Background: an optimization exercise with open tools, aiming at small area. Do not read the settings as production practice. Only simulation tests tie the RTL to the original design; equivalence was not proved. Power figures rest on the tool's default switching activity, not on a simulated workload.

== main ==
==> flow/design.v <==
module evman_alu_unit (
    input  wire        clk,
    input  wire        rst,
    input  wire [31:0] o,
    input  wire        trig,
    input  wire [4:0]  code,
    input  wire [31:0] t,
    input  wire        sat,
    output reg  [31:0] res,
    output reg         ov
);
    integer i, l;
    wire c_add  = code == 5'h01;
    wire c_sub  = code == 5'h02;
    wire c_and  = code == 5'h03;
    wire c_or   = code == 5'h04;
    wire c_xor  = code == 5'h05;
    wire c_andn = code == 5'h06;
    wire c_pass = code == 5'h07;
    wire c_neg  = code == 5'h08;
    wire c_abs  = code == 5'h09;
    wire c_not  = code == 5'h0A;
    wire c_shl  = code == 5'h0B;
    wire c_shr  = code == 5'h0C;
    wire c_sar  = code == 5'h0D;
    wire c_sls  = code == 5'h0E;
    wire c_rol  = code == 5'h0F;
    wire c_min  = code == 5'h10 || code == 5'h12;
    wire c_max  = code == 5'h11 || code == 5'h13;
    wire c_uns  = code == 5'h12 || code == 5'h13 || code == 5'h18 || code == 5'h19;
    wire c_eq   = code == 5'h14;
    wire c_ne   = code == 5'h15;
    wire c_lt   = code == 5'h16 || code == 5'h18;
    wire c_le   = code == 5'h17 || code == 5'h19;
    wire c_add2 = code == 5'h1A;
    wire c_sub2 = code == 5'h1B;
    wire c_neg2 = code == 5'h1C;
    wire c_clz  = code == 5'h1D;
    wire c_bsw  = code == 5'h1E;
    wire c_ext  = code == 5'h1F;
    wire c_mm    = c_min | c_max;
    wire c_cmp   = c_eq | c_ne | c_lt | c_le;
    wire c_pair  = c_add2 | c_sub2 | c_neg2;
    wire c_ar32  = c_add | c_sub | c_neg | c_abs;
    wire c_arith = c_ar32 | c_pair;
    wire en   = trig & (code != 5'd0);
    wire go   = en & ~rst;
    wire hold = ~en & ~rst;
    wire use_o = ~(c_neg | c_abs | c_neg2 | c_pass | c_not);
    wire cin   = c_sub | c_neg | (c_abs & t[31]) | c_sub2 | c_neg2 | c_mm | c_cmp;
    wire inv   = cin | c_not | c_andn;
    wire [31:0] a = o & {32{use_o}};
    wire [31:0] b = t ^ {32{inv}};
    wire [31:0] p = a ^ b;
    wire [31:0] h = a & b;
    wire [31:0] g = h & {32{~(c_xor | c_or)}};     
    reg [31:0] gg, pp, gn, pn;
    reg        g15;                       
    always @(*) begin
        gg = g;
        pp = p;
        gg[0] = g[0] | (p[0] & cin);
        g15 = 1'b0;
        for (l = 0; l < 5; l = l + 1) begin
            gn = gg;
            pn = pp;
            for (i = 0; i < 32; i = i + 1)
                if ((i >> l) & 1) begin
                    gn[i] = gg[i] | (pp[i] & gg[((i >> l) << l) - 1]);
                    pn[i] = pp[i] & pp[((i >> l) << l) - 1];
                end
            gg = gn;
            pp = pn;
            if (l == 3) begin
                g15    = gg[15];
                gg[15] = c_pair ? cin : gg[15];
            end
        end
    end
    wire [31:0] c   = {gg[30:0], cin};
    wire        c32 = gg[31];
    wire [31:0] s   = p ^ c;
    wire s32  = p[31] ^ c32;              
    wire ov32 = c32 ^ c[31];
    wire lo17 = p[15] ^ g15;              
    wire ovlo = g15 ^ c[15];
    wire lt = c_uns ? ~c32 : s32;
    wire eq = &p;
    wire cmp_r = (c_eq & eq) | (c_ne & ~eq) | (c_lt & lt) | (c_le & (lt | eq));
    wire sel_o = c_mm & (c_min ? lt : ~lt);
    wire sel_t = c_mm & ~sel_o;
    wire [4:0] k = t[4:0];
    wire [4:0] pe = t[12:8];
    wire t_big = |t[31:5];
    wire c_left = c_shl | c_sls | c_rol;
    wire c_rsh  = c_shr | c_sar;
    wire [4:0] nk = 5'd0 - k;
    wire [4:0] np = 5'd0 - pe;
    wire [4:0] amt = c_left ? k : c_rsh ? nk : c_ext ? np : 5'd0;
    wire f_sls;
    wire go4 = go & ~f_sls;
    wire [4:0] as = amt & {go4, go, go, go, go};
    wire [4:0] an = ~amt & {go4, go, go, go, go};
    wire [31:0] r0 = ({o[30:0], o[31]} & {32{as[0]}}) | (o & {32{an[0]}});
    wire [31:0] r1 = ({r0[29:0], r0[31:30]} & {32{as[1]}}) | (r0 & {32{an[1]}});
    wire [31:0] r2 = ({r1[27:0], r1[31:28]} & {32{as[2]}}) | (r1 & {32{an[2]}});
    wire [31:0] r3 = ({r2[23:0], r2[31:24]} & {32{as[3]}}) | (r2 & {32{an[3]}});
    wire [31:0] rot = ({r3[15:0], r3[31:16]} & {32{as[4]}}) | (r3 & {32{an[4]}});
    wire [5:0] kp = {1'b0, k} + {1'b0, pe};
    wire ext_full = t[5] | kp[5];
    reg [4:0] xl;
    always @(*) begin
        xl = 5'd0;
        if (c_shl | c_sls)  xl = k;
        if (c_rsh & ~t_big) xl = nk;
        if (c_ext)          xl = ext_full ? np : k;
    end
    reg [31:0] lt_x;
    always @(*)
        for (i = 0; i < 32; i = i + 1)
            lt_x[i] = i < xl;
    reg  [30:0] top;
    always @(*)
        for (i = 0; i < 31; i = i + 1)
            top[i] = lt_x[30 - i];
    wire mis = o[31] ? ~&(o[30:0] | ~top) : |(o[30:0] & top);
    wire nz  = |o;
    wire sls_ov = c_sls & (mis | (t_big & nz));
    assign f_sls = sat & sls_ov;
    wire x5 = ((c_shl | c_sls) & t_big) | (c_rsh & ~t_big & (k == 5'd0)) |
              (c_ext & ext_full & (pe == 5'd0)) | sel_o;
    wire minv = c_left;
    wire [31:0] mask = ({32{x5}} | lt_x) ^ {32{minv}};
    wire fill = c_sar & o[31] & go;
    wire [31:0] sh = (rot & mask) | ({32{fill}} & ~mask);
    wire [15:0] z1, c1;
    wire [7:0]  z2;
    wire [15:0] c2;
    wire [3:0]  z3;
    wire [11:0] c3;
    wire [1:0]  z4;
    wire [7:0]  c4;
    genvar j;
    generate
        for (j = 0; j < 16; j = j + 1) begin : cz1
            assign z1[j] = ~(t[2*j+1] | t[2*j]);
            assign c1[j] = ~t[2*j+1];
        end
        for (j = 0; j < 8; j = j + 1) begin : cz2
            assign z2[j] = z1[2*j+1] & z1[2*j];
            assign c2[2*j+1:2*j] = z1[2*j+1] ? {1'b1, c1[2*j]} : {1'b0, c1[2*j+1]};
        end
        for (j = 0; j < 4; j = j + 1) begin : cz3
            assign z3[j] = z2[2*j+1] & z2[2*j];
            assign c3[3*j+2:3*j] = z2[2*j+1] ? {1'b1, c2[4*j+1:4*j]} : {1'b0, c2[4*j+3:4*j+2]};
        end
        for (j = 0; j < 2; j = j + 1) begin : cz4
            assign z4[j] = z3[2*j+1] & z3[2*j];
            assign c4[4*j+3:4*j] = z3[2*j+1] ? {1'b1, c3[6*j+2:6*j]} : {1'b0, c3[6*j+5:6*j+3]};
        end
    endgenerate
    wire [4:0] c5 = z4[1] ? {1'b1, c4[3:0]} : {1'b0, c4[7:4]};
    wire [5:0] clz_r = (z4[1] & z4[0]) ? 6'd32 : {1'b0, c5};
    wire f_hi = sat & ((c_arith & ov32) | sls_ov);
    wire f_lo = sat & (c_pair ? ovlo : ((c_ar32 & ov32) | sls_ov));
    wire sgn  = c_sls ? o[31] : s32;
    wire sv31 = sgn;
    wire sv16 = ~sgn;                                    
    wire sv15 = c_pair ? lo17 : ~sgn;
    wire sv0  = c_pair ? ~lo17 : ~sgn;                   
    wire [31:0] satv = {f_hi & sv31, {15{f_hi & sv16}}, f_lo & sv15, {15{f_lo & sv0}}} & {32{go}};
    wire kS_hi = go & (c_arith | c_xor | c_or | c_pass | c_not) & ~f_hi;
    wire kS_lo = go & (c_arith | c_xor | c_or | c_pass | c_not) & ~f_lo;
    wire kH = go & (c_and | c_andn | c_or);
    wire kT = go & sel_t;
    wire kB = go & c_bsw;
    wire [31:0] bsw = {t[7:0], t[15:8], t[23:16], t[31:24]};
    wire [31:0] r = (s & {{16{kS_hi}}, {16{kS_lo}}}) | (h & {32{kH}}) | sh |
                    (t & {32{kT}}) | (bsw & {32{kB}}) | (res & {32{hold}}) | satv |
                    {26'd0, clz_r & {6{go & c_clz}}} | {31'd0, go & cmp_r};
    wire r_ov = go & ((c_ar32 & ov32) | (c_pair & (ov32 | ovlo)) | sls_ov);
    always @(posedge clk) begin
        res <= r;
        ov  <= r_ov;
    end
endmodule
module evman_alu (
    input  wire        clk,
    input  wire        rst,
    input  wire [63:0] alu_o,
    input  wire [1:0]  trig,
    input  wire [9:0]  code,
    input  wire [63:0] t,
    input  wire [1:0]  sat,
    output wire [63:0] res,
    output wire [1:0]  ov
);
    genvar n;
    generate
        for (n = 0; n < 2; n = n + 1) begin : alu
            evman_alu_unit u_alu (
                .clk  (clk),
                .rst  (rst),
                .o    (alu_o[32*n +: 32]),
                .trig (trig[n]),
                .code (code[5*n +: 5]),
                .t    (t[32*n +: 32]),
                .sat  (sat[n]),
                .res  (res[32*n +: 32]),
                .ov   (ov[n])
            );
        end
    endgenerate
endmodule
clock: 8.0 ns
lec_check: 0
cap_margin: 10
core_margin: 2
core_utilization: 42
gpl_timing_driven: 1
place_density: 0.65
setup_slack_margin: 0.25
slew_margin: 10
standard.sh (not shown) runs the stock make flow with config.mk's settings and CLKGATE_MAP_FILE= SYNTH_SCRIPT=/design/flow/synth_recipe.tcl, a recipe that flattens the netlist after the stock synthesis.
==> flow/flow/run.sh <==
#!/bin/bash
# Own layout flow: the standard synthesis, its combinational logic re-mapped for area by
# Yosys/ABC (remap.tcl, registers untouched), then the standard ORFS layout with the
# smallest buffer cell on the ports. Each step's output goes to its own log here.
set -euo pipefail
W=$PWD
RES=$W/orfs/results/$FLOW_PLATFORM/evman_alu/base
python3 flow/filter_lib.py "$FLOW_HOME/platforms/$FLOW_PLATFORM/lib/sky130_fd_sc_hd__tt_025C_1v80.lib" \
    "$W/remap.lib" "sky130_fd_sc_hd__probe_p_8 sky130_fd_sc_hd__probec_p_8 sky130_fd_sc_hd__lpflow_*" \
    > filter_lib.log 2>&1
bash standard.sh synth > synth.log 2>&1
cp $RES/1_2_yosys.v $W/standard_synth.v
printf 'set_driving_cell sky130_fd_sc_hd__buf_1\nset_load 5\n' > $W/remap.constr
REMAP_LIB=$W/remap.lib REMAP_IN=$W/standard_synth.v REMAP_TOP=$FLOW_TOP REMAP_ABC=$W/flow/remap.abc \
    REMAP_CONSTR=$W/remap.constr REMAP_OUT=$W/remapped.v \
    yosys -c flow/remap.tcl > remap.log 2>&1
cp $W/remapped.v $RES/1_2_yosys.v
bash standard.sh synth > synth_odb.log 2>&1
bash standard.sh "BUFFER_PORTS_ARGS=-buffer_cell sky130_fd_sc_hd__buf_1" GPL_KEEP_OVERFLOW=0 finish > layout.log 2>&1
Other scripts of this flow, unchanged in this note and not shown: flow/flow/filter_lib.py, flow/flow/remap.abc, flow/flow/remap.tcl
main: flow completed, timing, DRC and antenna clean
Setup changes, main to the feature branch
- swapping 0.25 for 0.35 in SETUP_SLACK_MARGIN
[summary]
- The feature branch does worse than main on routed wire length.
- Between the feature branch and main, the core footprint figures differ only marginally.
- The feature branch vs main: worst setup slack up in the feature branch
- The power in combinational cells on the feature branch is in line with that on main.
- In the reports for the feature branch and main, the smaller measured slew at the worst slew-check pin belongs to the feature branch.
- From main to the feature branch, synthesized cell count did not move at all.
- Die outline width: main vs the feature branch identical
- The feature branch vs. main: met2 track utilization from global routing went up by 1.1 points.
- Cmp the feature branch vs main: number of ordinary and repair buffers in the finished layout higher in the feature branch

## static timing again, ports no longer ideal
In the flow no input, the clock included, has a driving cell. The finished layouts below were timed again as built, in two steps. Step 1, drivers: a clkbuf_16 drives clk and a buf_2 each remaining input, both assumed. Step 2 times the ports against the registers' clock, not the clock port: input delays grow and output delays shrink by t, the midpoint of the rising clock arrivals with the driver on. a / b / c = no drivers / after step 1 / after step 2; a / b = the first two.
run	t, ns	setup slack, ns	worst setup path after step 2	worst register clock-pin slew, ns	worst slew at a driven data input, ns
main	0.413	0.194 / 0.213 / -0.200	input to register	0.07 / 0.07	0.06
the feature branch	0.415	0.288 / 0.301 / -0.114	input to register	0.07 / 0.07	0.05
Met with ideal ports but missed after step 2: setup timing in main and the feature branch. The setup slack of the feature branch, which loses most, moves by +0.013 ns with the drivers and by -0.402 ns with both steps.
